From an optimization exercise on the open Yosys and OpenROAD flow, aimed at small area, a short achievable clock period and few clock cycles per item; shortcuts taken in it are not production practice.
In this exercise RTL edits were held to simulation tests only and were not proved equivalent to the original.
No activity file was given, so power comes from the tool's default toggle rates.

==> flow/design.v <==
module gkl_flit_rx (
  input  wire        clk,
  input  wire        rst,
  input  wire        in_valid,
  output wire        in_ready,
  input  wire [63:0] in_data,
  input  wire        in_mode_p,
  output wire        out_valid,
  input  wire        out_ready,
  output wire [63:0] out_data,
  output wire        out_last,
  output wire        st_crc_ok,
  output wire [1:0]  st_corr,
  output wire [1:0]  st_unc,
  output wire [7:0]  st_pos0,
  output wire [7:0]  st_pos1
);
  localparam integer N   = 34;
  localparam [5:0]   NM1 = N - 1;
  function automatic [7:0] gf_mul(input [7:0] a, input [7:0] b);
    integer i;
    reg [7:0] p, x;
    begin
      p = 8'd0;
      x = a;
      for (i = 0; i < 8; i = i + 1) begin
        if (b[i]) p = p ^ x;
        x = {x[6:0], 1'b0} ^ (x[7] ? 8'h1D : 8'h00);
      end
      gf_mul = p;
    end
  endfunction
  function automatic [7:0] apow(input integer k);
    case (k)
      0: apow = 8'h01; 1: apow = 8'h02; 2: apow = 8'h04; 3: apow = 8'h08;
      4: apow = 8'h10; 5: apow = 8'h20; 6: apow = 8'h40; 7: apow = 8'h80;
      default: apow = 8'h1D;
    endcase
  endfunction
  function automatic [7:0] gf_sqrt(input [7:0] a);
    integer i;
    reg [63:0] cols;
    begin
      cols = 64'h5c082e0417028501;
      gf_sqrt = 8'd0;
      for (i = 0; i < 8; i = i + 1)
        if (a[i]) gf_sqrt = gf_sqrt ^ cols[8*i +: 8];
    end
  endfunction
  function automatic [7:0] lane_hits(input [7:0] b0, input [7:0] b1,
                                     input [7:0] t0, input [7:0] t1,
                                     input act0, input act1);
    begin
      lane_hits[0] = act0 && (b0 == t0);
      lane_hits[1] = act1 && (b1 == t1);
      lane_hits[2] = act0 && (b0 == gf_mul(t0, 8'h8e));
      lane_hits[3] = act1 && (b1 == gf_mul(t1, 8'h8e));
      lane_hits[4] = act0 && (b0 == gf_mul(t0, 8'h47));
      lane_hits[5] = act1 && (b1 == gf_mul(t1, 8'h47));
      lane_hits[6] = act0 && (b0 == gf_mul(t0, 8'had));
      lane_hits[7] = act1 && (b1 == gf_mul(t1, 8'had));
    end
  endfunction
  function automatic [2:0] enc8(input [7:0] h);
    enc8 = {h[4] | h[5] | h[6] | h[7], h[2] | h[3] | h[6] | h[7], h[1] | h[3] | h[5] | h[7]};
  endfunction
  reg [64*N-1:0] ring;
  reg [5:0]  dw;           
  reg [5:0]  dr;           
  reg [5:0]  cnt;          
  reg [4:0]  ibeat, obeat;
  reg        imode;
  reg [7:0]  acc_a, acc_b, acc_c, acc_d;
  reg        fs_valid, fs_mode;
  reg [7:0]  fs_a, fs_b, fs_c, fs_d;
  reg        dec_valid;
  reg [31:0] crc;
  reg        hv, h_last;
  reg [63:0] h_data;
  reg        s_ok;
  reg [1:0]  s_corr, s_unc;
  reg [7:0]  s_pos0, s_pos1;
  wire [63:0] r0    = ring[63:0];
  wire [63:0] rlast = ring[64*N-1 -: 64];
  reg in_rdy, rd_ok, ofirst, olast;
  assign in_ready = in_rdy;
  wire wr = in_valid && in_rdy;
  wire rd = rd_ok && (!hv || out_ready);
  wire rd_last = rd && olast;
  wire xfer = fs_valid && (!dec_valid || rd_last);
  wire ib30 = (ibeat == 5'd30), ib31 = (ibeat == 5'd31);
  wire c_full = (cnt == N[5:0]);
  wire c_nm1  = (cnt == NM1);
  wire c_zero = (cnt == 6'd0);
  wire c_one  = (cnt == 6'd1);
  wire full_n  = (c_full && !rd) || (c_nm1 && wr && !rd);
  wire empty_n = (c_zero && !wr) || (c_one && rd && !wr);
  wire walign_n = wr || (dw == NM1);
  wire ralign_n = rd || (dr == NM1);
  wire fs_valid_n  = (wr && ib31) || (fs_valid && !xfer);
  wire dec_valid_n = xfer || (dec_valid && !rd_last);
  wire ib31_n = wr ? ib30 : ib31;
  wire ob30 = (obeat == 5'd30);
  always @(posedge clk) begin
    ring <= {r0, (wr ? in_data : rlast), ring[64*(N-1)-1:64]};
  end
  always @(posedge clk) begin
    if (rst) begin
      dw    <= 6'd0;
      dr    <= 6'd1;
      cnt   <= 6'd0;
      ibeat <= 5'd0;
      obeat <= 5'd0;
      fs_valid  <= 1'b0;
      dec_valid <= 1'b0;
      hv     <= 1'b0;
      in_rdy <= 1'b1;
      rd_ok  <= 1'b0;
      ofirst <= 1'b1;
      olast  <= 1'b0;
    end else begin
      dw  <= walign_n ? 6'd0 : dw + 6'd1;
      dr  <= ralign_n ? 6'd0 : dr + 6'd1;
      cnt <= cnt + {5'd0, wr} - {5'd0, rd};
      if (wr) ibeat <= ibeat + 5'd1;
      if (rd) obeat <= obeat + 5'd1;
      fs_valid  <= fs_valid_n;
      dec_valid <= dec_valid_n;
      hv     <= rd || (hv && !out_ready);
      in_rdy <= walign_n && !full_n && !(ib31_n && fs_valid_n);
      rd_ok  <= ralign_n && !empty_n && dec_valid_n;
      if (rd) begin
        ofirst <= olast;
        olast  <= ob30;
      end
    end
  end
  wire ib0 = (ibeat == 5'd0);
  wire mode_in = ib0 ? in_mode_p : imode;
  always @(posedge clk) begin
    if (wr && ib0) imode <= in_mode_p;
  end
  wire [63:0] dz = (ib31 && !mode_in) ? {16'h0, in_data[47:0]} : in_data;
  wire [7:0] bb  = ib0 ? 8'd0 : acc_b;
  wire [7:0] bdd = ib0 ? 8'd0 : acc_d;
  wire [7:0] s_ev, s_od, s_bp, s_bd, s_dp;
  wire sx80 = dz[5] ^ bb[4];
  wire sx81 = dz[6] ^ bb[5];
  wire sx82 = dz[22] ^ sx80;
  wire sx83 = dz[23] ^ sx81;
  wire sx84 = dz[7] ^ bb[6];
  wire sx85 = dz[14] ^ dz[31];
  wire sx86 = dz[13] ^ dz[47];
  wire sx87 = dz[39] ^ sx82;
  wire sx88 = dz[1] ^ bb[0];
  wire sx89 = dz[2] ^ bb[1];
  wire sx90 = dz[3] ^ bb[2];
  wire sx91 = dz[4] ^ bb[3];
  wire sx92 = dz[30] ^ sx86;
  wire sx93 = dz[10] ^ dz[19];
  wire sx94 = dz[28] ^ dz[37];
  wire sx95 = dz[46] ^ dz[55];
  wire sx96 = sx88 ^ sx93;
  wire sx97 = sx94 ^ sx95;
  wire sx98 = sx96 ^ sx97;
  wire sx99 = dz[11] ^ dz[20];
  wire sx100 = dz[29] ^ dz[38];
  wire sx101 = sx89 ^ sx99;
  wire sx102 = sx100 ^ sx101;
  wire sx103 = dz[12] ^ dz[21];
  wire sx104 = sx90 ^ sx103;
  wire sx105 = bdd[4] ^ sx92;
  wire sx106 = bdd[5] ^ sx85;
  wire sx107 = dz[15] ^ bdd[6];
  wire sx108 = bb[7] ^ sx83;
  wire sx109 = dz[30] ^ sx104;
  wire sx110 = sx85 ^ sx91;
  wire sx111 = dz[13] ^ dz[45];
  wire sx112 = dz[15] ^ dz[47];
  wire sx113 = dz[33] ^ sx84;
  wire sx114 = dz[17] ^ sx87;
  wire sx115 = dz[18] ^ sx83;
  wire sx116 = bb[7] ^ sx84;
  wire sx117 = bb[7] ^ sx91;
  wire sx118 = dz[14] ^ dz[15];
  wire sx119 = sx80 ^ sx98;
  wire sx120 = sx118 ^ sx119;
  wire sx121 = dz[39] ^ sx109;
  wire sx122 = dz[23] ^ sx110;
  wire sx123 = sx98 ^ sx102;
  wire sx124 = sx105 ^ sx107;
  wire sx125 = bdd[7] ^ sx106;
  assign s_ev[0] = ((dz[0] ^ dz[16]) ^ (dz[32] ^ dz[48]));
  assign s_ev[1] = ((dz[17] ^ dz[1]) ^ (dz[33] ^ dz[49]));
  assign s_ev[2] = ((dz[18] ^ dz[2]) ^ (dz[34] ^ dz[50]));
  assign s_ev[3] = ((dz[19] ^ dz[35]) ^ (dz[3] ^ dz[51]));
  assign s_ev[4] = ((dz[20] ^ dz[36]) ^ (dz[4] ^ dz[52]));
  assign s_ev[5] = ((dz[21] ^ dz[37]) ^ (dz[53] ^ dz[5]));
  assign s_ev[6] = ((dz[22] ^ dz[38]) ^ (dz[54] ^ dz[6]));
  assign s_ev[7] = ((dz[23] ^ dz[39]) ^ (dz[55] ^ dz[7]));
  assign s_od[0] = ((dz[24] ^ dz[40]) ^ (dz[56] ^ dz[8]));
  assign s_od[1] = ((dz[25] ^ dz[41]) ^ (dz[57] ^ dz[9]));
  assign s_od[2] = ((dz[10] ^ dz[26]) ^ (dz[42] ^ dz[58]));
  assign s_od[3] = ((dz[11] ^ dz[27]) ^ (dz[43] ^ dz[59]));
  assign s_od[4] = ((dz[12] ^ dz[28]) ^ (dz[44] ^ dz[60]));
  assign s_od[5] = ((dz[29] ^ dz[61]) ^ sx111);
  assign s_od[6] = ((dz[14] ^ dz[30]) ^ (dz[46] ^ dz[62]));
  assign s_od[7] = ((dz[31] ^ dz[63]) ^ sx112);
  assign s_bp[0] = (dz[48] ^ sx87);
  assign s_bp[1] = ((dz[32] ^ dz[49]) ^ sx83);
  assign s_bp[2] = (((dz[16] ^ dz[50]) ^ sx113) ^ sx87);
  assign s_bp[3] = (((dz[51] ^ (dz[0] ^ dz[34])) ^ sx108) ^ sx114);
  assign s_bp[4] = (sx87 ^ ((sx88 ^ ((dz[35] ^ dz[52]) ^ sx84)) ^ sx115));
  assign s_bp[5] = (((dz[53] ^ (dz[19] ^ dz[36])) ^ (sx84 ^ sx89)) ^ sx108);
  assign s_bp[6] = (sx116 ^ (sx90 ^ (dz[54] ^ (dz[20] ^ dz[37]))));
  assign s_bp[7] = ((dz[55] ^ (dz[21] ^ dz[38])) ^ sx117);
  assign s_bd[0] = (((dz[56] ^ sx84) ^ sx83) ^ sx120);
  assign s_bd[1] = (sx102 ^ (sx116 ^ (sx81 ^ ((dz[48] ^ dz[57]) ^ sx112))));
  assign s_bd[2] = ((((dz[58] ^ (dz[40] ^ dz[49])) ^ sx108) ^ sx121) ^ sx120);
  assign s_bd[3] = (sx123 ^ (sx122 ^ (sx82 ^ (sx86 ^ ((dz[32] ^ dz[41]) ^ (dz[50] ^ dz[59]))))));
  assign s_bd[4] = (sx123 ^ ((sx113 ^ ((dz[47] ^ dz[51]) ^ (dz[60] ^ (dz[24] ^ dz[42])))) ^ sx121));
  assign s_bd[5] = ((((dz[43] ^ dz[52]) ^ ((dz[25] ^ dz[31]) ^ (dz[34] ^ dz[39]))) ^ ((dz[61] ^ (dz[16] ^ dz[22])) ^ sx104)) ^ ((sx117 ^ sx92) ^ sx102));
  assign s_bd[6] = (sx114 ^ (sx122 ^ ((((dz[35] ^ dz[44]) ^ (dz[53] ^ dz[62])) ^ (dz[8] ^ (dz[13] ^ dz[26]))) ^ sx109)));
  assign s_bd[7] = (((sx111 ^ ((dz[27] ^ dz[36]) ^ (dz[54] ^ dz[63]))) ^ sx115) ^ (sx82 ^ ((dz[9] ^ (dz[0] ^ dz[15])) ^ sx110)));
  assign s_dp[0] = (dz[56] ^ sx105);
  assign s_dp[1] = ((dz[40] ^ dz[57]) ^ sx106);
  assign s_dp[2] = ((dz[58] ^ (dz[24] ^ dz[41])) ^ sx124);
  assign s_dp[3] = (sx125 ^ (((dz[25] ^ dz[42]) ^ (dz[59] ^ dz[8])) ^ sx105));
  assign s_dp[4] = ((sx106 ^ ((dz[43] ^ dz[60]) ^ (dz[9] ^ (bdd[0] ^ dz[26])))) ^ sx124);
  assign s_dp[5] = ((((dz[27] ^ dz[44]) ^ sx107) ^ (dz[61] ^ (bdd[1] ^ dz[10]))) ^ sx125);
  assign s_dp[6] = (((bdd[2] ^ bdd[7]) ^ (dz[11] ^ dz[28])) ^ ((dz[45] ^ dz[62]) ^ sx107));
  assign s_dp[7] = ((dz[46] ^ dz[63]) ^ ((bdd[3] ^ bdd[7]) ^ (dz[12] ^ dz[29])));
  wire [7:0] na = (ib0 ? 8'd0 : acc_a) ^ s_ev ^ (mode_in ? 8'd0 : s_od);
  wire [7:0] nb = mode_in ? s_bp : s_bd;
  wire [7:0] nc = (ib0 ? 8'd0 : acc_c) ^ s_od;
  wire [7:0] nd = s_dp;
  always @(posedge clk) begin
    if (wr) begin
      acc_a <= na; acc_b <= nb; acc_c <= nc; acc_d <= nd;
      if (ib31) begin
        fs_a <= na; fs_b <= nb; fs_c <= nc; fs_d <= nd;
        fs_mode <= mode_in;
      end
    end
  end
  wire [7:0] s1d   = gf_mul(fs_b, 8'h47);
  wire [7:0] sq_s0 = gf_sqrt(fs_a);
  wire [7:0] i_b0  = fs_mode ? fs_b : gf_sqrt(s1d);
  wire [7:0] i_b1  = fs_mode ? fs_d : i_b0;
  wire [7:0] i_t0  = fs_mode ? gf_mul(fs_a, 8'hcc) : gf_mul(sq_s0, 8'h8e);
  wire [7:0] i_t1  = fs_mode ? gf_mul(fs_c, 8'hcc) : gf_mul(sq_s0, 8'h66);
  wire [7:0] i_a1  = fs_mode ? fs_c : fs_a;
  wire i_za = (fs_a == 8'd0), i_zb = (fs_b == 8'd0);
  wire i_zc = (fs_c == 8'd0), i_zd = (fs_d == 8'd0);
  wire i_act0  = !i_za && !i_zb;
  wire i_act1  = fs_mode ? (!i_zc && !i_zd) : i_act0;
  wire i_ub0   = (i_za != i_zb);
  wire i_ub1   = fs_mode && (i_zc != i_zd);
  reg        dmode, act0, act1, ub0, ub1, fnd0, fnd1;
  reg [7:0]  a0, a1, b0, b1, t0, t1, hit;
  reg [7:0]  fpos0, fpos1;
  wire [7:0] t0n = gf_mul(t0, 8'hd8);
  wire [7:0] t1n = gf_mul(t1, 8'hd8);
  wire sel = fs_valid && (!dec_valid || olast);
  wire [7:0] n_hit = lane_hits(sel ? i_b0 : b0, sel ? i_b1 : b1,
                               sel ? i_t0 : t0n, sel ? i_t1 : t1n,
                               sel ? i_act0 : act0, sel ? i_act1 : act1) &
                     ((!sel && dmode && ob30) ? 8'h3F : 8'hFF);
  wire [7:0] m0 = dmode ? hit : (hit & 8'h55);
  wire [7:0] m1 = dmode ? 8'd0 : (hit & 8'hAA);
  wire h0 = |m0, h1 = |m1;
  wire [7:0] cpos0 = {obeat, enc8(m0)};
  wire [7:0] cpos1 = {obeat, enc8(m1)};
  always @(posedge clk) begin
    if (xfer) begin
      dmode <= !fs_mode;
      a0 <= fs_a;  a1 <= i_a1;
      b0 <= i_b0;  b1 <= i_b1;
      t0 <= i_t0;  t1 <= i_t1;
      act0 <= i_act0; act1 <= i_act1;
      ub0 <= i_ub0;   ub1 <= i_ub1;
      hit  <= n_hit;
      fnd0 <= 1'b0;   fnd1 <= 1'b0;
    end else if (rd) begin
      t0  <= t0n;
      t1  <= t1n;
      hit <= n_hit;
      if (h0) begin fnd0 <= 1'b1; fpos0 <= cpos0; end
      if (h1) begin fnd1 <= 1'b1; fpos1 <= cpos1; end
    end
  end
  reg [63:0] fix;
  integer l;
  always @* begin
    for (l = 0; l < 8; l = l + 1)
      fix[8*l +: 8] = hit[l] ? ((l % 2) ? a1 : a0) : 8'd0;
  end
  wire f0 = fnd0 || h0;
  wire f1 = fnd1 || h1;
  wire [63:0] nbeat = r0 ^ fix;
  wire [31:0] cb = ofirst ? 32'hFFFFFFFF : crc;
  wire [31:0] crc_nx;
  wire cx96 = cb[11] ^ nbeat[11];
  wire cx97 = cb[12] ^ nbeat[12];
  wire cx98 = cb[13] ^ nbeat[13];
  wire cx99 = cb[3] ^ nbeat[3];
  wire cx100 = cb[4] ^ nbeat[4];
  wire cx101 = cb[16] ^ nbeat[16];
  wire cx102 = cb[5] ^ nbeat[5];
  wire cx103 = cb[6] ^ nbeat[6];
  wire cx104 = cb[7] ^ nbeat[7];
  wire cx105 = cb[8] ^ nbeat[8];
  wire cx106 = cb[9] ^ nbeat[9];
  wire cx107 = cb[19] ^ nbeat[19];
  wire cx108 = cb[10] ^ nbeat[10];
  wire cx109 = cb[14] ^ nbeat[14];
  wire cx110 = cb[30] ^ nbeat[30];
  wire cx111 = cb[15] ^ nbeat[15];
  wire cx112 = cb[31] ^ nbeat[31];
  wire cx113 = cb[1] ^ nbeat[1];
  wire cx114 = cb[2] ^ nbeat[2];
  wire cx115 = cx98 ^ cx99;
  wire cx116 = cb[17] ^ nbeat[17];
  wire cx117 = cb[20] ^ nbeat[20];
  wire cx118 = nbeat[32] ^ cx96;
  wire cx119 = nbeat[39] ^ cx100;
  wire cx120 = cb[0] ^ nbeat[0];
  wire cx121 = cb[18] ^ nbeat[18];
  wire cx122 = cb[21] ^ nbeat[21];
  wire cx123 = cb[22] ^ nbeat[22];
  wire cx124 = cb[23] ^ nbeat[23];
  wire cx125 = cb[24] ^ nbeat[24];
  wire cx126 = cb[25] ^ nbeat[25];
  wire cx127 = cb[26] ^ nbeat[26];
  wire cx128 = cb[27] ^ nbeat[27];
  wire cx129 = cx101 ^ cx103;
  wire cx130 = cb[28] ^ nbeat[28];
  wire cx131 = nbeat[35] ^ cx97;
  wire cx132 = cb[29] ^ nbeat[29];
  wire cx133 = nbeat[36] ^ nbeat[54];
  wire cx134 = nbeat[34] ^ cx102;
  wire cx135 = nbeat[37] ^ cx105;
  wire cx136 = nbeat[38] ^ cx106;
  wire cx137 = nbeat[55] ^ cx110;
  wire cx138 = nbeat[56] ^ cx108;
  wire cx139 = nbeat[46] ^ cx104;
  wire cx140 = nbeat[47] ^ cx115;
  wire cx141 = cx107 ^ cx119;
  wire cx142 = cx109 ^ cx113;
  wire cx143 = cx111 ^ cx114;
  wire cx144 = nbeat[45] ^ cx118;
  wire cx145 = nbeat[61] ^ cx112;
  wire cx146 = nbeat[40] ^ cx117;
  wire cx147 = nbeat[41] ^ cx122;
  wire cx148 = nbeat[42] ^ cx123;
  wire cx149 = nbeat[50] ^ nbeat[57];
  wire cx150 = nbeat[43] ^ cx124;
  wire cx151 = nbeat[44] ^ cx125;
  wire cx152 = nbeat[48] ^ nbeat[60];
  wire cx153 = nbeat[52] ^ cx126;
  wire cx154 = nbeat[53] ^ cx127;
  wire cx155 = nbeat[63] ^ cx116;
  wire cx156 = nbeat[51] ^ nbeat[59];
  wire cx157 = nbeat[33] ^ nbeat[58];
  wire cx158 = cx120 ^ cx131;
  wire cx159 = nbeat[49] ^ nbeat[62];
  wire cx160 = cx128 ^ cx133;
  wire cx161 = cx134 ^ cx143;
  wire cx162 = cx121 ^ cx132;
  wire cx163 = nbeat[63] ^ cx135;
  wire cx164 = cx137 ^ cx152;
  wire cx165 = cx129 ^ cx136;
  wire cx166 = cx130 ^ cx139;
  wire cx167 = cx138 ^ cx145;
  wire cx168 = cx102 ^ cx159;
  wire cx169 = cx96 ^ cx104;
  wire cx170 = cx130 ^ cx146;
  wire cx171 = nbeat[36] ^ cx150;
  wire cx172 = nbeat[61] ^ cx148;
  wire cx173 = nbeat[39] ^ nbeat[58];
  wire cx174 = nbeat[62] ^ cx122;
  wire cx175 = nbeat[44] ^ cx107;
  wire cx176 = cx125 ^ cx128;
  wire cx177 = nbeat[34] ^ cx97;
  wire cx178 = cx144 ^ cx168;
  wire cx179 = nbeat[52] ^ cx146;
  wire cx180 = cx141 ^ cx165;
  wire cx181 = cx142 ^ cx157;
  wire cx182 = nbeat[59] ^ cx121;
  wire cx183 = cx147 ^ cx169;
  wire cx184 = nbeat[38] ^ nbeat[40];
  wire cx185 = nbeat[60] ^ cx113;
  wire cx186 = cx129 ^ cx149;
  wire cx187 = cx98 ^ cx114;
  wire cx188 = cx141 ^ cx158;
  wire cx189 = cx120 ^ cx151;
  wire cx190 = nbeat[35] ^ nbeat[57];
  wire cx191 = nbeat[43] ^ cx126;
  wire cx192 = cx99 ^ cx123;
  wire cx193 = nbeat[45] ^ cx105;
  wire cx194 = cx140 ^ cx166;
  wire cx195 = cx100 ^ cx106;
  wire cx196 = cx101 ^ cx132;
  wire cx197 = cx155 ^ cx174;
  wire cx198 = nbeat[33] ^ nbeat[54];
  wire cx199 = cx101 ^ cx136;
  wire cx200 = cx109 ^ cx119;
  wire cx201 = nbeat[32] ^ cx98;
  wire cx202 = cx151 ^ cx154;
  wire cx203 = cx111 ^ cx121;
  wire cx204 = cx134 ^ cx145;
  wire cx205 = cx153 ^ cx155;
  wire cx206 = cx154 ^ cx162;
  wire cx207 = nbeat[34] ^ nbeat[48];
  wire cx208 = nbeat[35] ^ cx118;
  wire cx209 = cx99 ^ cx160;
  wire cx210 = cx108 ^ cx116;
  wire cx211 = nbeat[37] ^ nbeat[49];
  wire cx212 = nbeat[55] ^ cx112;
  wire cx213 = cx116 ^ cx211;
  wire cx214 = cx138 ^ cx182;
  wire cx215 = cx158 ^ cx170;
  wire cx216 = cx161 ^ cx214;
  wire cx217 = nbeat[56] ^ cx115;
  wire cx218 = cx118 ^ cx147;
  wire cx219 = cx133 ^ cx162;
  wire cx220 = cx135 ^ cx148;
  wire cx221 = nbeat[37] ^ nbeat[41];
  wire cx222 = cx135 ^ cx142;
  wire cx223 = nbeat[40] ^ cx190;
  wire cx224 = nbeat[59] ^ nbeat[60];
  wire cx225 = cx142 ^ cx147;
  wire cx226 = cx144 ^ cx163;
  wire cx227 = cx151 ^ cx191;
  wire cx228 = nbeat[41] ^ cx153;
  wire cx229 = cx103 ^ cx124;
  wire cx230 = cx131 ^ cx139;
  wire cx231 = cx144 ^ cx172;
  wire cx232 = cx161 ^ cx164;
  wire cx233 = cx117 ^ cx159;
  wire cx234 = cx143 ^ cx176;
  wire cx235 = nbeat[39] ^ nbeat[51];
  wire cx236 = cx129 ^ cx175;
  wire cx237 = cx153 ^ cx192;
  wire cx238 = cx170 ^ cx237;
  wire cx239 = nbeat[50] ^ cx114;
  wire cx240 = cx108 ^ cx133;
  wire cx241 = cx166 ^ cx177;
  wire cx242 = cx173 ^ cx239;
  wire cx243 = nbeat[46] ^ cx156;
  wire cx244 = cx137 ^ cx243;
  wire cx245 = cx140 ^ cx198;
  wire cx246 = cx140 ^ cx164;
  wire cx247 = cx177 ^ cx199;
  wire cx248 = nbeat[42] ^ cx111;
  wire cx249 = cx167 ^ cx202;
  wire cx250 = cx160 ^ cx203;
  wire cx251 = cx156 ^ cx157;
  wire cx252 = cx106 ^ cx138;
  wire cx253 = cx156 ^ cx193;
  wire cx254 = cx96 ^ cx97;
  wire cx255 = nbeat[58] ^ cx105;
  wire cx256 = cx140 ^ cx165;
  wire cx257 = cx123 ^ cx156;
  wire cx258 = cx150 ^ cx201;
  wire cx259 = nbeat[54] ^ cx110;
  wire cx260 = cx100 ^ cx124;
  wire cx261 = cx127 ^ cx149;
  assign crc_nx[0] = (((cx179 ^ cx181) ^ (cx208 ^ cx209)) ^ ((cx210 ^ (cx207 ^ cx137)) ^ cx180));
  assign crc_nx[1] = ((cx183 ^ (((nbeat[53] ^ (nbeat[33] ^ nbeat[36])) ^ cx119) ^ (cx212 ^ cx213))) ^ (cx215 ^ cx216));
  assign crc_nx[2] = (((cx158 ^ cx186) ^ (cx185 ^ ((cx107 ^ cx184) ^ cx134))) ^ ((cx217 ^ cx218) ^ (cx219 ^ cx220)));
  assign crc_nx[3] = ((((((nbeat[51] ^ nbeat[57]) ^ cx103) ^ (cx104 ^ cx116)) ^ ((cx117 ^ cx221) ^ cx136)) ^ ((cx137 ^ cx187) ^ cx171)) ^ ((cx172 ^ cx181) ^ cx188));
  assign crc_nx[4] = ((((((nbeat[38] ^ nbeat[42]) ^ cx104) ^ (cx112 ^ cx173)) ^ (cx115 ^ cx174)) ^ (cx171 ^ cx179)) ^ ((cx189 ^ cx222) ^ cx216));
  assign crc_nx[5] = (((((nbeat[53] ^ cx224) ^ cx143) ^ (cx192 ^ cx223)) ^ (cx225 ^ cx227)) ^ (cx180 ^ cx226));
  assign crc_nx[6] = (((((cx127 ^ cx128) ^ cx142) ^ (cx175 ^ cx229)) ^ (cx228 ^ cx230)) ^ (cx231 ^ cx232));
  assign crc_nx[7] = (((((nbeat[56] ^ (nbeat[33] ^ nbeat[42])) ^ cx129) ^ (cx145 ^ cx154)) ^ ((cx193 ^ cx233) ^ cx158)) ^ ((cx171 ^ cx234) ^ cx194));
  assign crc_nx[8] = ((((cx207 ^ (nbeat[32] ^ cx149)) ^ cx197) ^ (cx196 ^ (cx160 ^ cx195))) ^ ((cx222 ^ cx227) ^ cx194));
  assign crc_nx[9] = ((((((nbeat[47] ^ nbeat[49]) ^ cx113) ^ (cx127 ^ cx235)) ^ (cx160 ^ cx162)) ^ (cx161 ^ cx236)) ^ (cx226 ^ cx238));
  assign crc_nx[10] = (((cx144 ^ cx225) ^ cx241) ^ (cx242 ^ ((cx132 ^ (nbeat[37] ^ cx124)) ^ (cx154 ^ cx240))));
  assign crc_nx[11] = (((cx220 ^ cx234) ^ cx245) ^ (cx244 ^ (cx131 ^ (cx96 ^ (cx132 ^ cx184)))));
  assign crc_nx[12] = ((((cx130 ^ (nbeat[56] ^ cx112)) ^ cx171) ^ (cx200 ^ cx228)) ^ (cx246 ^ cx247));
  assign crc_nx[13] = (cx249 ^ (((cx132 ^ (nbeat[48] ^ cx102)) ^ (cx201 ^ cx213)) ^ ((cx223 ^ cx248) ^ cx200)));
  assign crc_nx[14] = (cx178 ^ ((((nbeat[41] ^ cx109) ^ cx191) ^ (cx184 ^ (cx110 ^ cx157))) ^ (cx186 ^ cx250)));
  assign crc_nx[15] = (cx241 ^ (((cx155 ^ cx212) ^ (cx221 ^ ((nbeat[39] ^ nbeat[50]) ^ cx127))) ^ ((cx248 ^ cx251) ^ cx236)));
  assign crc_nx[16] = ((((((nbeat[42] ^ nbeat[43]) ^ cx103) ^ cx169) ^ cx141) ^ (cx181 ^ cx219)) ^ ((cx252 ^ cx253) ^ cx246));
  assign crc_nx[17] = ((((cx135 ^ cx139) ^ (cx175 ^ cx195)) ^ (cx167 ^ cx179)) ^ ((cx254 ^ (((nbeat[43] ^ nbeat[49]) ^ (nbeat[57] ^ nbeat[59])) ^ (cx109 ^ cx120))) ^ cx232));
  assign crc_nx[18] = ((((((nbeat[44] ^ nbeat[53]) ^ cx111) ^ (cx117 ^ cx149)) ^ (cx131 ^ cx147)) ^ ((cx185 ^ cx255) ^ cx167)) ^ (cx178 ^ cx256));
  assign crc_nx[19] = (((((cx120 ^ cx97) ^ (nbeat[48] ^ cx106)) ^ (cx139 ^ cx187)) ^ ((cx240 ^ cx251) ^ cx186)) ^ ((cx197 ^ cx200) ^ cx231));
  assign crc_nx[20] = (((((cx117 ^ cx152) ^ (nbeat[47] ^ cx110)) ^ (cx168 ^ cx257)) ^ (cx163 ^ cx230)) ^ ((cx250 ^ cx258) ^ cx180));
  assign crc_nx[21] = (((((cx104 ^ cx122) ^ (cx128 ^ cx130)) ^ ((nbeat[58] ^ (nbeat[49] ^ nbeat[50])) ^ cx185)) ^ ((cx259 ^ cx260) ^ cx140)) ^ ((cx163 ^ cx189) ^ (cx204 ^ cx208)));
  assign crc_nx[22] = (((((nbeat[62] ^ cx107) ^ cx176) ^ (cx196 ^ cx210)) ^ ((cx254 ^ cx259) ^ cx204)) ^ ((cx242 ^ cx253) ^ cx238));
  assign crc_nx[23] = ((((((nbeat[60] ^ nbeat[62]) ^ cx112) ^ cx115) ^ (cx195 ^ cx229)) ^ (cx205 ^ cx206)) ^ ((cx218 ^ cx244) ^ cx215));
  assign crc_nx[24] = ((((((nbeat[55] ^ nbeat[56]) ^ cx125) ^ (cx152 ^ cx173)) ^ (cx131 ^ cx146)) ^ ((cx148 ^ cx155) ^ cx183)) ^ ((cx204 ^ cx206) ^ cx256));
  assign crc_nx[25] = ((((((nbeat[55] ^ nbeat[57]) ^ cx105) ^ (cx113 ^ cx157)) ^ (cx150 ^ cx153)) ^ ((cx182 ^ cx233) ^ cx172)) ^ ((cx183 ^ cx217) ^ cx247));
  assign crc_nx[26] = (((((cx149 ^ cx224) ^ (nbeat[34] ^ cx109)) ^ (cx148 ^ cx150)) ^ ((cx187 ^ cx255) ^ cx197)) ^ ((cx202 ^ cx252) ^ cx188));
  assign crc_nx[27] = (((((nbeat[45] ^ nbeat[57]) ^ (nbeat[61] ^ (nbeat[33] ^ nbeat[38]))) ^ (cx129 ^ cx134)) ^ ((cx203 ^ cx257) ^ cx141)) ^ ((cx164 ^ cx189) ^ (cx205 ^ cx258)));
  assign crc_nx[28] = (((((cx121 ^ cx126) ^ cx136) ^ (cx139 ^ cx260)) ^ (cx164 ^ cx209)) ^ (cx178 ^ cx249));
  assign crc_nx[29] = (((((cx130 ^ cx198) ^ (nbeat[55] ^ (nbeat[46] ^ nbeat[47]))) ^ (cx176 ^ cx261)) ^ ((cx97 ^ (cx103 ^ cx126)) ^ cx141)) ^ ((cx163 ^ cx167) ^ cx178));
  assign crc_nx[30] = ((((((nbeat[51] ^ nbeat[62]) ^ cx102) ^ (cx110 ^ cx133)) ^ (cx138 ^ cx142)) ^ ((cx196 ^ cx261) ^ cx205)) ^ (cx188 ^ cx194));
  assign crc_nx[31] = (((((cx120 ^ cx190) ^ (nbeat[32] ^ cx107)) ^ (cx235 ^ (cx108 ^ cx112))) ^ (cx161 ^ cx163)) ^ ((cx199 ^ cx206) ^ cx245));
  always @(posedge clk) begin
    if (rd) begin
      h_data <= nbeat;
      h_last <= olast;
      if (!olast)
        crc <= crc_nx;
      else begin
        s_ok   <= (nbeat[31:0] == ~crc);
        s_corr <= {f1, f0};
        s_unc  <= {ub1 || (!dmode && act1 && !f1), ub0 || (act0 && !f0)};
        s_pos0 <= !f0 ? 8'd0 : h0 ? cpos0 : fpos0;
        s_pos1 <= !f1 ? 8'd0 : h1 ? cpos1 : fpos1;
      end
    end
  end
  assign out_valid = hv;
  assign out_data  = h_data;
  assign out_last  = h_last;
  assign st_crc_ok = s_ok;
  assign st_corr   = s_corr;
  assign st_unc    = s_unc;
  assign st_pos0   = s_pos0;
  assign st_pos1   = s_pos1;
endmodule
==> flow/flow/run.sh <==
#!/bin/bash
# Standard ORFS layout (the standard.sh), with repair_timing aimed at a
# tighter setup target than the 11 ns clock (the SDC itself is unchanged).
set -euo pipefail
bash standard.sh SETUP_SLACK_MARGIN=8.0 "BUFFER_PORTS_ARGS=-buffer_cell sky130_fd_sc_hd__buf_1" finish > flow_make.log 2>&1
==> flow/standard.sh <==
#!/bin/bash
# synth_recipe.tcl (not shown) runs the flow's synth.tcl, then flattens the netlist and writes it again
# the make line also repeats each setting of config.mk as NAME=value (left out here)
make -C /OpenROAD-flow-scripts/flow DESIGN_CONFIG=/design/flow/config.mk WORK_HOME=/design/flow/orfs CLKGATE_MAP_FILE= SYNTH_SCRIPT=/design/flow/synth_recipe.tcl "${@:-finish}"
==> flow/config.mk <==
export PLATFORM = sky130hd
export DESIGN_NAME = gkl_flit_rx
export DESIGN_NICKNAME = gkl_flit_rx
export VERILOG_FILES = /design/flow/design.v
export SDC_FILE = /design/flow/constraint.sdc
export NUM_CORES = 4
export LEC_CHECK = 0
export CAP_MARGIN = 20
export CORE_MARGIN = 2
export CORE_UTILIZATION = 60
export CTS_CLUSTER_DIAMETER = 80
export CTS_CLUSTER_SIZE = 30
export PLACE_DENSITY_LB_ADDON = 0.1
export SLEW_MARGIN = 20
==> flow/constraint.sdc <==
create_clock -name core_clock -period 11.0 [get_ports {clk}]
set_input_delay 2.2000 -clock core_clock [delete_from_list [all_inputs] [get_ports {clk}]]
set_output_delay 2.2000 -clock core_clock [all_outputs]
set_load 0.01 [all_outputs]
==> results of run 1 <==
-- worst register-to-register path: cells and delay by family, from the launching register on --
kind / cells / cell delay [ns]
AOI/OAI and AO/OA: 2 / 0.48
xor gates and xnor gates: 3 / 0.88
adders and majority gates: 1 / 0.21
buffers and inverters: 2 / 0.28
DFF: 1 / 0.49
muxes: 1 / 0.14
and+or+nand+nor: 1 / 0.40
-- routing by layer --
layer	share of wire, %	wire length [um]
met2	44	61100
met4	3.1	4250
met3	7.2	9960
met1	46	63800
met5	0.035	49
-- logic make-up after synthesis --
family                   synth area share (%)
AO/OA/AOI/OAI                            1.02
XOR/XNOR                                 13.9
adder cells (fa/ha/maj)                 0.598
buffers and inverters                   0.922
flip-flops                               78.9
multiplexers                            0.982
AND/OR/NAND/NOR                          3.67
-- worst paths after layout --
check                       endpoint  slack (ns)  depth (start not counted)
setup reg to reg    hit[2]$_DFFE_PP_        7.90                         10
hold / removal    ring[1330]$_DFF_P_        0.31                          0
hold reg to reg   ring[1330]$_DFF_P_        0.31                          0
setup / recovery        out_data[45]        7.32                          1
-- what timing repair did --
action                                 in CTS  in global routing
endpoints found under the hold margin       0                  0
gates resized for setup                   438                298
setup endpoints to repair                 460                227
buffers inserted                          161                112
pin swaps                                 125                135
gates cloned                                7                  2
-- cell type report --
type / count / area share, %
Timing Repair inverter: 3 / 0.0352
Tap cell: 1414 / 2.26
Timing Repair Buffer: 461 / 4.82
Inverter: 81 / 0.457
Antenna cell: 8 / 0.0256
Clock buffer: 129 / 3.31
Multi-Input combinational cell: 1722 / 22.0
Sequential cell: 2474 / 66.7
Clock inverter: 18 / 0.453
-- metrics by stage --
stage / hold WS [ns] / power (mW) / instances / area (sq um) / setup WS [ns]
6_report: 0.311 / 16.4 / 6310 / 78200 / 7.32
5_1_grt: 0.317 / 17.0 / 6303 / 78200 / 7.28
4_1_cts: 0.316 / 16.3 / 6188 / 75800 / 7.29
3_5_place_dp: 0.312 / 11.8 / 5873 / 68900 / 5.86
3_3_place_gp: 0.309 / 11.8 / 5873 / 68900 / 5.91
2_1_floorplan: 0.310 / 11.3 / 4343 / 66800 / 6.91
-- power breakdown --
| part | total, mW | internal (mW) | leakage (nW) | switching [mW] |
|---|---|---|---|---|
| sequential | 9.99 | 9.80 | 20.7 | 0.187 |
| clock | 4.34 | 1.73 | 1.41 | 2.61 |
| combinational | 2.06 | 1.03 | 9.32 | 1.03 |
| total | 16.4 | 12.6 | 31.5 | 3.83 |
-- placed cells by master (no fill, tap or decap), types with 72 or more instances in the layout --
master,instances
nand2_1,362
buf_4,248
clkbuf_2,72
xor2_1,125
clkbuf_16,98
nor2_1,100
edfxtp_1,261
xnor2_1,485
xnor2_2,115
dfxtp_1,2202
==> results.txt, run 1 <==
Hpwl dp: 95.8 mm
Multi-input gate area: 17200 sq um
Cell family with most CP delay: flip-flops
Crit share post-route: 33.5%
Synth area leader: dfxtp_1
Met3 Use GR: 6.30%
RSZ-0062 raised after global routing: yes
Post-route DRC violation count: 0
Vias per cell: 4.82
Cts hold-fix bufs: 0
Pleak: 31.5 nW
Setup TNS: 0 ns
Router iterations before antenna repair: 5
Clock latency (worst-skew pair): 0.74 ns
First-pass GRT wire length: 195 mm
Antenna violations before repair: 15
Die area: 113000 sq um
Crit-path max FO: 1
Syn_area_per_cell: 15.2 sq um
Cell Pwr Density: 209 nW/um^2
Largest net degree at the start of global routing: 65
Crit path kind: flip-flop to primary output
Number of cell rows: 121
Cts bufs inserted: 97
Max Cap Viol: 0
Syn nets: 4443
Hold Path Class: flip-flop to flip-flop
Maximum vdd ir drop: 0.000179 V
Critical path launch point type: flip-flop
FF+latch area: 52200 sq um
Post-synth design cell area: 66100 sq um
Hold wc startpoint: ring[1394]$_DFF_P_
Largest stage delay on the critical path: 0.54 ns
Root Driver: clkbuf_16
Ys async rst share: 0%
Crit path required time: 8.80 ns
M1 GR Usage: 35.0%
Most Used Layer, Global Route: met2
Post-synthesis register bit count: 2474
Die height: 336 um
Port Buf Inserts: 156
Chip width: 336 um
Top flop regs: ring: 2176 flops, h_data: 64 flops, crc: 32 flops
H-tree depth: 3
CP arrival: 1.48 ns
Largest cells by area after synthesis: dfxtp_1 67%, edfxtp_1 12%, xnor2_1 8.5%, xor2_1 2.8%, nand2_1 2.2%
Slowest CP cell: edfxtp_1
Dominant cell by count in the synthesized netlist: dfxtp_1
Fmax: 272 MHz
Starting Density: 60.6%
Status: timing/DRC/antenna clean
Initial DRC Count: 2255
Final Hold Violating Endpoints: 0
Yosys warnings: 1
Post-layout minimum cycle time: 3.68 ns
Average wire per standard cell: 22.0 um
Fill count: 7117
Worst Max-Slew Pin Slew: 0.775 ns
Gr usage total: 24.4%
Reg clk slew, reported paths: 0.11 ns
Share of layout cells above drive strength 1: 20.7%
Top_reg_cell synth: dfxtp_1
Largest register FFs: 2176
Core region area: 109000 sq um
Slew margin rel.: 48.2%
Number of global-route vias before repair: 29300
CP Cell Sequence: clkbuf_2
Post-layout util: 71.8%
GR Util met2: 36.7%
Final #Nets: 4940
Synth unique cells: 64
P&R area growth vs syn: 18.3%
Routed via count: 30400
Longest Clk Path Bufs: 3
Final Wtd Congestion: 0.944
CP Buf/Inv Count: 1
Crit path from: h_data[45]$_DFFE_PP_
Synth top area share: 67.0%
Kind of end point of the critical path: primary output
I/O pin count: 157
Reg2reg start: fs_b[5]$_DFFE_PP_
Register with the most flip-flops: ring
Setup violators final: 0
Clock Skew: 0.0473 ns
Number of flops mapped to enable cells by yosys: 261
Post-Syn Instances: 4343
Detail Route Antenna Nets: 0
Post-synth top cells: 2213 x dfxtp_1, 638 x xnor2_1, 385 x nand2_1, 261 x edfxtp_1, 213 x xor2_1
Clock Sinks: 2474
GRT overflow: 0
Sequential area share after synthesis: 78.9%
CTS tree: built
Fin. max-slew vios: 0
Routed WL: 139 mm
Testbench counts, summed over its fixed seeds: cycles 16,656, flits 512.
==> inputs of run 2 (changes only) <==
==> flow/flow/run.sh (replaced) <==
#!/bin/bash
# Standard ORFS layout (the standard.sh), with repair_timing aimed at a
# tighter setup target than the 11 ns clock (the SDC itself is unchanged).
set -euo pipefail
bash standard.sh SETUP_SLACK_MARGIN=7.45 "BUFFER_PORTS_ARGS=-buffer_cell sky130_fd_sc_hd__buf_1" finish > flow_make.log 2>&1
==> results.txt, run 2 <==
Status: timing/DRC/antenna clean
Crit-path max FO: 1
Hold WS: 0.296 ns
Clock Sinks: 2474
P&R area growth vs syn: 9.77%
Top flop regs: ring: 2176 flops, h_data: 64 flops, crc: 32 flops
Worst Max-Slew Pin Slew: 1.04 ns
Setup ws final: 7.24 ns
Simple-gate portion of the synthesized area: 3.67%
Reg-to-reg endpoint: crc[29]$_DFFE_PP_
Crit share post-route: 34.2%
Hold Path End: ring[704]$_DFF_P_
Fill count: 7610
Vias per cell: 4.86
Cell family with most CP delay: flip-flops
Number of flops mapped to enable cells by yosys: 261
Most Used Layer, Global Route: met2
Cts bufs inserted: 97
Syn_area_per_cell: 15.2 sq um
Chip width: 336 um
Synth Area in XOR/XNOR: 13.9%
RSZ-0062 raised after global routing: yes
Average wire per standard cell: 22.8 um
Post-synth design cell area: 66100 sq um
Final Cell Area: 72600 sq um
CTS tree: built
Hpwl dp: 98.8 mm
Clock latency (worst-skew pair): 0.76 ns
Top_reg_cell synth: dfxtp_1
Met3 Use GR: 3.02%
Reg2reg start: hit[7]$_DFFE_PP_
Reg clk slew, reported paths: 0.11 ns
Initial DRC Count: 2271
Final #Nets: 4702
Starting Density: 60.6%
Number of cell rows: 121
Longest Clk Path Bufs: 3
Post-Syn Instances: 4343
Worst r2r path cells: 8
Post-synthesis register bit count: 2474
Synth unique cells: 64
Router iterations before antenna repair: 5
Mux cell area share after synthesis: 0.982%
Routed via count: 29500
Placement Setup Slack: 6.23 ns
Port Buf Inserts: 156
Largest register FFs: 2176
CP Buf/Inv Count: 1
Slew margin rel.: 30.5%
Depth of the worst hold-timing path: 0
Dominant cell by count in the synthesized netlist: dfxtp_1
Number of global-route vias before repair: 28800
Setup violators final: 0
Synth area leader: dfxtp_1
CP Cell Sequence: clkbuf_2
Crit path required time: 8.80 ns
CP arrival: 1.56 ns
Hold Path Class: flip-flop to flip-flop
Sequential area share after synthesis: 78.9%
Antenna violations before repair: 18
Commonest non-fill, non-tap cell in the layout: dfxtp_1
Combinational family with the most area after synthesis: XOR/XNOR gates
Core region area: 109000 sq um
Final Hold Violating Endpoints: 0
Post-route DRC violation count: 0
H-tree depth: 3
Largest net degree at the start of global routing: 69
Placement Cell Area: 68600 sq um
Post-layout minimum cycle time: 3.76 ns
Max Cap Viol: 0
Post-synthesis adder-cell area fraction: 0.598%
Fmax: 266 MHz
Compound-Gate Fraction of Synth Area: 1.02%
GR Util met2: 38.5%
Hold wc startpoint: ring[768]$_DFF_P_
First-pass GRT wire length: 196 mm
Most frequent cells in the layout: 2210 x dfxtp_1, 613 x xnor2_1, 376 x nand2_1
Gr usage total: 24.5%
Share of layout cells above drive strength 1: 8.07%
Root Driver: clkbuf_16
Cell Pwr Density: 220 nW/um^2
Synth top area share: 67.0%
FF+latch area: 52100 sq um
Detail Route Antenna Nets: 0
M1 GR Usage: 36.5%
Fin. max-slew vios: 0
Routed WL: 138 mm
Syn nets: 4443
Die height: 336 um
Slowest CP cell: edfxtp_1
Maximum vdd ir drop: 0.000214 V
Final Wtd Congestion: 0.957
Largest stage delay on the critical path: 0.59 ns
Clock Skew: 0.0737 ns
Post-synth top cells: 2213 x dfxtp_1, 638 x xnor2_1, 385 x nand2_1, 261 x edfxtp_1, 213 x xor2_1
I/O pin count: 157
Overall power: 16.0 mW
Die area: 113000 sq um
Setup TNS: 0 ns
Ys async rst share: 0%
Critical path launch point type: flip-flop
Register with the most flip-flops: ring
Multi-input gate area: 14100 sq um
GRT overflow: 0
Yosys warnings: 1
Worst reg2reg setup slack: 7.34 ns
Largest cells by area after synthesis: dfxtp_1 67%, edfxtp_1 12%, xnor2_1 8.5%, xor2_1 2.8%, nand2_1 2.2%
Crit path kind: flip-flop to primary output
Kind of end point of the critical path: primary output
Cts hold-fix bufs: 0
Pleak: 28.8 nW
-- run 2: worst max path at each step --
stage	start	depth (start not counted)	slack (ns)	endpoint
after CTS	h_data[63]$_DFFE_PP_	1	7.24	out_data[63]
final	h_data[63]$_DFFE_PP_	1	7.24	out_data[63]
after global routing	h_data[63]$_DFFE_PP_	1	7.24	out_data[63]
after floorplan	out_ready	15	6.91	cnt[4]$_SDFF_PP0_
after global placement	in_valid	14	6.20	cnt[4]$_SDFF_PP0_
after detailed placement	in_valid	12	6.23	cnt[5]$_SDFF_PP0_
-- run 2: kinds of logic after synthesis --
group                      Yosys count
muxes                               60
buffers and inverters              151
DFF                               2474
adders and majority gates           31
xor gates and xnor gates           933
and+or+nand+nor                    582
AOI/OAI and AO/OA                  112
-- run 2: worst register-to-register path: stages, from the launching register on --
cell,delay (ns)
edfxtp_1,0.72
nand2_1,0.18
xor2_2,0.52
xor2_1,0.53
xnor2_2,0.22
xor2_1,0.21
xnor2_2,0.36
xnor3_1,0.48
xnor2_1,0.13
-- run 2: area by class of cell --
type                       count  area share (%)
tap                         1414            2.44
clock buffer                 127            3.56
antenna                        3          0.0103
timing repair buffer         228            1.78
multi-input combinational   1720            19.4
clock inverter                18           0.498
sequential                  2474            71.9
inverter                      81           0.428
-- run 2: per-layer routing --
metal	share of wire [%]	wire, um	up-vias
met4	2.5	3420	4
met5	0.017	24	-
met2	45	62100	731
met3	5.1	7080	178
met1	48	65800	14400
li1	-	-	14200
-- run 2: stage by stage --
stage | std cells | util (%)
2_1_floorplan | 4343 | -
3_3_place_gp | 5876 | 62.9
3_5_place_dp | 5876 | 62.9
4_1_cts | 6043 | 66.1
6_report | 6065 | 66.6
5_1_grt | 6062 | 66.6
-- run 2: timing repair --
item                                    in CTS  in global routing
pin swaps                                    1                  7
endpoints found under the setup margin     172                105
gates cloned                                 0                  2
setup buffers                               22                 17
resized for setup                           56                 66
-- run 2: report_power, final --
group / leakage (nW) / internal (mW) / switching [mW]
clock network: 1.41 / 1.73 / 2.63
logic: 6.67 / 0.729 / 0.882
registers: 20.7 / 9.80 / 0.184
==> inputs of run 3 (changes only) <==
==> flow/flow/run.sh (replaced) <==
#!/bin/bash
# Standard ORFS layout (the standard.sh), with repair_timing aimed at a
# tighter setup target than the 11 ns clock (the SDC itself is unchanged).
set -euo pipefail
bash standard.sh SETUP_SLACK_MARGIN=7.8 "BUFFER_PORTS_ARGS=-buffer_cell sky130_fd_sc_hd__buf_1" finish > flow_make.log 2>&1
--- a/flow/config.mk
+++ b/flow/config.mk
@@ -12,3 +12,4 @@
 export CTS_CLUSTER_SIZE = 30
 export PLACE_DENSITY_LB_ADDON = 0.1
 export SLEW_MARGIN = 20
+export TNS_END_PERCENT = 0
==> results.txt, run 3 <==
Status: timing/DRC/antenna clean
Fin. max-slew vios: 0
Worst reg2reg setup slack: 7.24 ns
Number of cell rows: 121
Post-layout util: 65.6%
Core region area: 109000 sq um
Max Cap Viol: 0
CP Capture Point: out_data[38]
Hpwl dp: 94.9 mm
Synth top area share: 67.0%
Chip width: 336 um
Kind of end point of the critical path: primary output
Antenna violations before repair: 23
Crit path required time: 8.80 ns
Simple-gate portion of the synthesized area: 3.67%
Slew margin rel.: 19.2%
Die height: 336 um
Synth unique cells: 64
Hold Path Class: flip-flop to flip-flop
Initial DRC Count: 2052
Setup ws final: 7.24 ns
Longest Clk Path Bufs: 3
Reg clk slew, reported paths: 0.11 ns
Final Wtd Congestion: 0.950
Syn_area_per_cell: 15.2 sq um
Sequential share of power: 63.3%
Largest net degree at the start of global routing: 64
Cell family with most CP delay: flip-flops
Root Driver: clkbuf_16
Worst Max-Slew Pin Slew: 1.21 ns
Setup violators final: 0
Reg2reg start: hit[5]$_DFFE_PP_
Commonest non-fill, non-tap cell in the layout: dfxtp_1
M1 GR Usage: 33.8%
Routed WL: 130 mm
Clock latency (worst-skew pair): 0.76 ns
Dominant cell by count in the synthesized netlist: dfxtp_1
Post-synth top cells: 2213 x dfxtp_1, 638 x xnor2_1, 385 x nand2_1, 261 x edfxtp_1, 213 x xor2_1
Maximum vdd ir drop: 0.000156 V
Sequential area share after synthesis: 78.9%
Crit share post-route: 34.2%
Routed via count: 29000
Compound-Gate Fraction of Synth Area: 1.02%
I/O pin count: 157
FF+latch area: 52100 sq um
Number of flops mapped to enable cells by yosys: 261
Top_reg_cell synth: dfxtp_1
Finished Layout Cells: 6016
GRT overflow: 0
Crit path kind: flip-flop to primary output
Cts bufs inserted: 95
Share of layout cells above drive strength 1: 5.48%
Average wire per standard cell: 21.6 um
Setup TNS: 0 ns
Clock power share: 26.7%
Largest stage delay on the critical path: 0.59 ns
Detail Route Antenna Nets: 0
Hold WS: 0.294 ns
Yosys warnings: 1
Hold wc startpoint: ring[1548]$_DFF_P_
Gr usage total: 23.1%
Post-Syn Instances: 4343
Crit path from: h_data[38]$_DFFE_PP_
Port Buf Inserts: 156
Met3 Use GR: 5.45%
Syn nets: 4443
Placed insts: 5869
Most frequent cells in the layout: 2212 x dfxtp_1, 632 x xnor2_1, 380 x nand2_1
Comb power frac: 10.0%
Synth area leader: dfxtp_1
Final Hold Violating Endpoints: 0
CTS tree: built
Pleak: 28.3 nW
Post-synthesis register bit count: 2474
Post-synthesis adder-cell area fraction: 0.598%
Fmax: 266 MHz
Largest register FFs: 2176
Register with the most flip-flops: ring
H-tree depth: 3
Most Used Layer, Global Route: met2
Vias per cell: 4.83
Multi-input gate area: 13600 sq um
Switch Pwr: 3.61 mW
RSZ-0062 raised after global routing: yes
Final #Nets: 4658
Critical path launch point type: flip-flop
Post-synth design cell area: 66100 sq um
Clock Sinks: 2474
P&R area growth vs syn: 8.20%
Post-route DRC violation count: 0
Largest cells by area after synthesis: dfxtp_1 67%, edfxtp_1 12%, xnor2_1 8.5%, xor2_1 2.8%, nand2_1 2.2%
Synth Area in XOR/XNOR: 13.9%
Mux cell area share after synthesis: 0.982%
Cell Pwr Density: 220 nW/um^2
First-pass GRT wire length: 185 mm
CP arrival: 1.56 ns
Overall power: 15.8 mW
Reg-to-reg endpoint: crc[2]$_DFFE_PP_
Top flop regs: ring: 2176 flops, h_data: 64 flops, crc: 32 flops
Starting Density: 60.6%
Post-layout minimum cycle time: 3.76 ns
Placement Setup Slack: 5.62 ns
Slowest CP cell: edfxtp_1
Placement Cell Area: 68400 sq um
Final Cell Area: 71500 sq um
Router iterations before antenna repair: 5
Cts hold-fix bufs: 0
Clock Skew: 0.0769 ns
Pint: 12.2 mW
Crit-path max FO: 1
Worst r2r path cells: 8
Die area: 113000 sq um
Switching share of power: 22.9%
Critical path depth: 1
CP Cell Sequence: buf_1
GR Util met2: 34.4%
Fill count: 7784
Number of global-route vias before repair: 27800
CP Buf/Inv Count: 1
Ys async rst share: 0%
Combinational family with the most area after synthesis: XOR/XNOR gates
-- run 3: cell counts after synthesis --
No cell type changed its count.
-- run 3: cell families after synthesis --
family	after synthesis
buf+inv	151
fa+ha+maj	31
flops	2474
xor+xnor	933
compound gates	112
simple gates	582
mux	60
-- run 3: worst min path at each step --
stage | endpoint | slack [ns] | depth (start not counted)
floorplan | ring[0]$_DFF_P_ | 0.31 | 0
global placement | ring[570]$_DFF_P_ | 0.31 | 0
detailed placement | ring[1076]$_DFF_P_ | 0.31 | 0
CTS | ring[1484]$_DFF_P_ | 0.28 | 0
global route | ring[1484]$_DFF_P_ | 0.30 | 0
finish | ring[1484]$_DFF_P_ | 0.29 | 0
-- run 3: power by group through the flow --
stage          Clock, mW  Combinational, mW  Sequential [mW]
6_report            4.21               1.58             9.98
5_1_grt             4.64               1.68             10.0
4_1_cts             4.33               1.57             9.99
3_5_place_dp           0               1.56             10.2
3_3_place_gp           0               1.56             10.2
2_1_floorplan          0               1.16             10.1
-- run 3: timing repair --
item                                    4_1_cts  5_1_grt
resized for setup                            13       23
setup buffers                                 3        3
endpoints found under the hold margin         0        0
gates cloned                                  0        0
endpoints found under the setup margin      359      420
-- run 3: layout make-up --
type | instances | share of cell area, %
antenna | 5 | 0.0175
clock inverter | 17 | 0.423
sequential | 2474 | 72.9
timing repair buffer | 188 | 1.21
tap | 1414 | 2.47
inverter | 81 | 0.439
multi-input combinational | 1718 | 19.0
clock buffer | 119 | 3.49
-- run 3: routing by layer --
metal	part of all wire, %	wire [um]
met5	0.052	67
met4	2.9	3760
met3	7.5	9690
met2	43	55400
met1	47	60700
==> inputs of run 4 (changes only) <==
==> flow/flow/run.sh (replaced) <==
#!/bin/bash
# Standard ORFS layout (the standard.sh), with repair_timing aimed at a
# tighter setup target than the 11 ns clock (the SDC itself is unchanged).
set -euo pipefail
bash standard.sh SETUP_SLACK_MARGIN=7.6 "BUFFER_PORTS_ARGS=-buffer_cell sky130_fd_sc_hd__buf_1" finish > flow_make.log 2>&1
==> results.txt, run 4 <==
Fmax: 266 MHz
Hold wc startpoint: ring[1548]$_DFF_P_
Post-synthesis register bit count: 2474
Final Cell Area: 71500 sq um
Most frequent cells in the layout: 2212 x dfxtp_1, 632 x xnor2_1, 380 x nand2_1
CP arrival: 1.56 ns
Share of layout cells above drive strength 1: 5.48%
P&R area growth vs syn: 8.20%
CP Buf/Inv Count: 1
Routed WL: 130 mm
Chip width: 336 um
Die height: 336 um
Cell Pwr Density: 220 nW/um^2
Slew margin rel.: 19.2%
Syn_area_per_cell: 15.2 sq um
Starting Density: 60.6%
Commonest non-fill, non-tap cell in the layout: dfxtp_1
FF+latch area: 52100 sq um
Fin. max-slew vios: 0
Clock latency (worst-skew pair): 0.76 ns
Routed via count: 29000
Antenna violations before repair: 23
Switching share of power: 22.9%
Slowest CP cell: edfxtp_1
Worst Max-Slew Pin Slew: 1.21 ns
Placement Cell Area: 68400 sq um
Die area: 113000 sq um
Largest stage delay on the critical path: 0.59 ns
Largest register FFs: 2176
Sequential area share after synthesis: 78.9%
Worst reg2reg setup slack: 7.24 ns
Longest Clk Path Bufs: 3
Ys async rst share: 0%
I/O pin count: 157
Status: timing/DRC/antenna clean
Hold Path End: ring[1484]$_DFF_P_
Kind of end point of the critical path: primary output
Crit-path max FO: 1
Critical path launch point type: flip-flop
Initial DRC Count: 2052
Yosys warnings: 1
Crit path required time: 8.80 ns
Number of flops mapped to enable cells by yosys: 261
Port Buf Inserts: 156
Placement Setup Slack: 5.62 ns
Worst r2r path cells: 8
Fill count: 7784
Post-Syn Instances: 4343
Max Cap Viol: 0
Clock Sinks: 2474
Number of global-route vias before repair: 27800
Root Driver: clkbuf_16
Final #Nets: 4658
CTS tree: built
Final Hold Violating Endpoints: 0
Largest cells by area after synthesis: dfxtp_1 67%, edfxtp_1 12%, xnor2_1 8.5%, xor2_1 2.8%, nand2_1 2.2%
Final Wtd Congestion: 0.950
Pleak: 28.3 nW
Hpwl dp: 94.9 mm
Depth of the worst hold-timing path: 0
Reg-to-reg endpoint: crc[2]$_DFFE_PP_
Synth area leader: dfxtp_1
GRT overflow: 0
Average wire per standard cell: 21.6 um
Switch Pwr: 3.61 mW
Sequential share of power: 63.3%
Reg clk slew, reported paths: 0.11 ns
H-tree depth: 3
Reg2reg start: hit[5]$_DFFE_PP_
Post-synth design cell area: 66100 sq um
Top flop regs: ring: 2176 flops, h_data: 64 flops, crc: 32 flops
Setup violators final: 0
Detail Route Antenna Nets: 0
Comb power frac: 10.0%
Post-synth top cells: 2213 x dfxtp_1, 638 x xnor2_1, 385 x nand2_1, 261 x edfxtp_1, 213 x xor2_1
Pint: 12.2 mW
Crit path kind: flip-flop to primary output
Core region area: 109000 sq um
Largest net degree at the start of global routing: 64
Number of cell rows: 121
Clock power share: 26.7%
Post-layout minimum cycle time: 3.76 ns
Top_reg_cell synth: dfxtp_1
Setup ws final: 7.24 ns
Hold Path Class: flip-flop to flip-flop
Synth unique cells: 64
Cts bufs inserted: 95
Crit share post-route: 34.2%
Register with the most flip-flops: ring
Synth top area share: 67.0%
Cell family with most CP delay: flip-flops
Gr usage total: 23.1%
Post-route DRC violation count: 0
Maximum vdd ir drop: 0.000156 V
Dominant cell by count in the synthesized netlist: dfxtp_1
CP Cell Sequence: buf_1
RSZ-0062 raised after global routing: yes
Setup TNS: 0 ns
Cts hold-fix bufs: 0
First-pass GRT wire length: 185 mm
Syn nets: 4443
Vias per cell: 4.83
Clock Skew: 0.0769 ns
Multi-input gate area: 13600 sq um
Router iterations before antenna repair: 5
==> run 4: cell counts after synthesis <==
No cell type changed its count.
==> run 4: layout make-up <==
class / instances / area share (%)
clock buffer: 119 / 3.49
sequential: 2474 / 72.9
tap: 1414 / 2.47
antenna: 5 / 0.0175
clock inverter: 17 / 0.423
timing repair buffer: 188 / 1.21
inverter: 81 / 0.439
multi-input combinational: 1718 / 19.0
==> run 4: power groups by stage <==
stage / clock [mW] / sequential (mW) / combinational (mW)
final: 4.21 / 9.98 / 1.58
after detailed placement: 0 / 10.2 / 1.56
after global placement: 0 / 10.2 / 1.56
after CTS: 4.33 / 9.99 / 1.57
after global routing: 4.64 / 10.0 / 1.68
after floorplan: 0 / 10.1 / 1.16
==> run 4: per-layer routing <==
metal / global-route usage (%) / share of wire (%)
met5: 0 / 0.052
met2: 34.4 / 43
met3: 5.45 / 7.5
met4: 6.80 / 2.9
met1: 33.8 / 47
==> run 4: timing repair <==
action                     in CTS  in global routing
buffers inserted                3                  3
hold endpoints to repair        0                  0
setup endpoints to repair     300                308
gates resized for setup        13                 23
==> run 4: logic make-up (layout without fill, tap and decap cells) <==
logic type / Yosys count / in the layout / share of synthesized area [%]
muxes: 60 / 60 / 0.982
other: 0 / 5 / 0
DFF: 2474 / 2474 / 78.9
buffers and inverters: 151 / 405 / 0.922
xor gates and xnor gates: 933 / 933 / 13.9
and+or+nand+nor: 582 / 582 / 3.67
AOI/OAI and AO/OA: 112 / 112 / 1.02
adders and majority gates: 31 / 31 / 0.598
==> run 4: worst max-delay path by stage <==
stage                                    start           endpoint  depth (start not counted)
after CTS                 h_data[36]$_DFFE_PP_       out_data[36]                          1
after floorplan                      out_ready  cnt[4]$_SDFF_PP0_                         15
after detailed placement             out_ready    t0[1]$_DFFE_PP_                         11
final                     h_data[38]$_DFFE_PP_       out_data[38]                          1
after global routing      h_data[39]$_DFFE_PP_       out_data[39]                          1
after global placement               out_ready    t0[1]$_DFFE_PP_                         11
==> run 4: per-stage QoR <==
step	util, %	hold slack (ns)	power [mW]	instances
finish	65.6	0.294	15.8	6016
global route	65.6	0.301	16.4	6012
CTS	65.4	0.279	15.9	6008
detailed placement	62.8	0.312	11.8	5869
global placement	62.8	0.309	11.7	5869
floorplan	-	0.310	11.3	4343
==> inputs of run 5 (changes only) <==
--- a/flow/config.mk
+++ b/flow/config.mk
@@ -12,4 +12,3 @@
 export CTS_CLUSTER_SIZE = 30
 export PLACE_DENSITY_LB_ADDON = 0.1
 export SLEW_MARGIN = 20
-export TNS_END_PERCENT = 0
==> results.txt, run 5 <==
I/O pin count: 157
GRT overflow: 0
Root Driver: clkbuf_16
Hold Path Class: flip-flop to flip-flop
Cts bufs inserted: 96
Kind of end point of the critical path: primary output
Post-synthesis register bit count: 2474
Top flop regs: ring: 2176 flops, h_data: 64 flops, crc: 32 flops
RSZ-0062 raised after global routing: yes
Reg-to-reg endpoint: crc[26]$_DFFE_PP_
Placement Setup Slack: 5.76 ns
Worst r2r path cells: 8
Dominant cell by count in the synthesized netlist: dfxtp_1
Port Buf Inserts: 156
Crit share post-route: 33.6%
Post-synth top cells: 2213 x dfxtp_1, 638 x xnor2_1, 385 x nand2_1, 261 x edfxtp_1, 213 x xor2_1
Worst Max-Slew Pin Slew: 1.07 ns
Reg2reg start: a0[4]$_DFFE_PP_
Post-Syn Instances: 4343
Depth of the worst hold-timing path: 0
Final Wtd Congestion: 0.973
Fmax: 270 MHz
Crit path kind: flip-flop to primary output
Synth area leader: dfxtp_1
Average wire per standard cell: 22.0 um
Final Hold Violating Endpoints: 0
Starting Density: 60.6%
Worst reg2reg setup slack: 7.52 ns
Antenna violations before repair: 18
Post-layout util: 67.5%
Most frequent cells in the layout: 2208 x dfxtp_1, 588 x xnor2_1, 373 x nand2_1
Cts hold-fix bufs: 0
CP Cell Sequence: buf_1
CTS tree: built
Largest net degree at the start of global routing: 56
Post-route DRC violation count: 0
Initial DRC Count: 2353
Post-layout minimum cycle time: 3.70 ns
Number of cell rows: 121
Multi-input gate area: 14600 sq um
Routed via count: 29400
Syn_area_per_cell: 15.2 sq um
Crit-path max FO: 1
Register with the most flip-flops: ring
Final #Nets: 4743
Routed WL: 135 mm
Cell family with most CP delay: flip-flops
Largest cells by area after synthesis: dfxtp_1 67%, edfxtp_1 12%, xnor2_1 8.5%, xor2_1 2.8%, nand2_1 2.2%
Chip width: 336 um
Clock Skew: 0.0460 ns
Setup ws final: 7.30 ns
Fill count: 7685
Core region area: 109000 sq um
Longest Clk Path Bufs: 3
Yosys warnings: 1
Max Cap Viol: 0
Clock latency (worst-skew pair): 0.74 ns
Synth top area share: 67.0%
Largest register FFs: 2176
Pleak: 29.5 nW
Top_reg_cell synth: dfxtp_1
Number of flops mapped to enable cells by yosys: 261
Ys async rst share: 0%
Crit path from: h_data[43]$_DFFE_PP_
CP Capture Point: out_data[43]
Maximum vdd ir drop: 0.000177 V
Slowest CP cell: edfxtp_1
Sequential area share after synthesis: 78.9%
Reg clk slew, reported paths: 0.11 ns
Setup violators final: 0
Detail Route Antenna Nets: 0
Router iterations before antenna repair: 6
FF+latch area: 52200 sq um
CP arrival: 1.50 ns
Die area: 113000 sq um
Crit path required time: 8.80 ns
Synth unique cells: 64
Syn nets: 4443
Die height: 336 um
Vias per cell: 4.82
Critical path launch point type: flip-flop
Commonest non-fill, non-tap cell in the layout: dfxtp_1
Share of layout cells above drive strength 1: 11.4%
Number of global-route vias before repair: 28400
Critical path depth: 1
H-tree depth: 3
Status: timing/DRC/antenna clean
Post-synth design cell area: 66100 sq um
Hpwl dp: 94.2 mm
Cell Pwr Density: 217 nW/um^2
Fin. max-slew vios: 0
Gr usage total: 23.6%
Slew margin rel.: 28.8%
Clock Sinks: 2474
P&R area growth vs syn: 11.4%
First-pass GRT wire length: 191 mm
Largest stage delay on the critical path: 0.57 ns
CP Buf/Inv Count: 1
Setup TNS: 0 ns
## run 5: logic make-up (layout without fill, tap and decap cells)
family | count (synthesis) | after routing | share of synthesized area (%)
XOR/XNOR | 933 | 933 | 13.9
flip-flops | 2474 | 2474 | 78.9
multiplexers | 60 | 61 | 0.982
AO/OA/AOI/OAI | 112 | 112 | 1.02
AND/OR/NAND/NOR | 582 | 583 | 3.67
adder cells (fa/ha/maj) | 31 | 31 | 0.598
other | 0 | 2 | 0
buffers and inverters | 151 | 493 | 0.922
## run 5: how the worst min path moves through the flow
stage                             from            endpoint  slack (ns)
CTS                 ring[1942]$_DFF_P_  ring[1878]$_DFF_P_        0.29
floorplan             ring[64]$_DFF_P_     ring[0]$_DFF_P_        0.31
detailed placement  ring[1387]$_DFF_P_  ring[1323]$_DFF_P_        0.31
global route        ring[1942]$_DFF_P_  ring[1878]$_DFF_P_        0.29
finish              ring[1942]$_DFF_P_  ring[1878]$_DFF_P_        0.30
global placement    ring[1335]$_DFF_P_  ring[1271]$_DFF_P_        0.31
## run 5: timing repair
item,CTS,global route
pin swaps,9,22
buffers inserted,45,40
cloned,2,5
endpoints found under the setup margin,372,154
gates resized for setup,120,146
## run 5: where the power goes
group	total, mW	switching [mW]	internal, mW
Sequential	9.99	0.183	9.80
Combinational	1.66	0.896	0.767
Clock	4.31	2.59	1.72
Total	16.0	3.66	12.3
## run 5: metal layers
layer	GRT usage (%)	up-vias	share of wire (%)
li1	-	14200	-
met1	34.9	14200	47
met2	36.0	774	44
met3	4.72	165	6.7
met4	5.91	6	2.3
met5	0	-	0.025
## run 5: layout make-up
type | count | share of cell area (%)
Tap cell | 1414 | 2.40
Timing Repair inverter | 3 | 0.0425
Sequential cell | 2474 | 70.8
Timing Repair Buffer | 267 | 2.38
Clock buffer | 128 | 3.53
Antenna cell | 2 | 0.00680
Clock inverter | 14 | 0.427
Inverter | 81 | 0.474
Multi-Input combinational cell | 1720 | 19.9
## run 5: per-stage QoR
stage	area, sq um	std cells	hold slack (ns)	power [mW]
4_1_cts	72700	6056	0.291	16.0
3_5_place_dp	68700	5867	0.312	11.8
3_3_place_gp	68700	5867	0.310	11.7
2_1_floorplan	66600	4343	0.310	11.3
5_1_grt	73600	6103	0.292	16.5
6_report	73600	6103	0.300	16.0

==> port drivers added, routing unchanged <==
The results above use ideal ports. As a check the final layouts listed here were re-extracted and re-timed, cells and wires unchanged.
Step 1 sets driving cells, clkbuf_16 on the clock port and buf_2 on the other inputs (assumed; they add their load-dependent delay and slew).
Step 2 moves the port delays by t, midway between the first and last clock arrival at a register: inputs arrive t later, outputs are due t later. That takes back most of the time a late clock gives input paths.
a / b / c = ideal ports / drivers / drivers and shift; a / b = the first two.
| run | shift t [ns] | setup slack, ns | latest minus earliest clock arrival (ns) |
|---|---|---|---|
| run 1 | 0.793 | 7.319 / 7.243 / 6.985 | 0.051 / 0.050 |
| run 2 | 0.791 | 7.237 / 7.165 / 6.751 | 0.078 / 0.078 |
| run 3 | 0.797 | 7.240 / 7.164 / 6.546 | 0.080 / 0.080 |
| run 4 | 0.797 | 7.240 / 7.164 / 6.546 | 0.080 / 0.080 |
| run 5 | 0.787 | 7.300 / 7.229 / 6.856 | 0.053 / 0.052 |
After both steps every run listed still meets setup and hold.
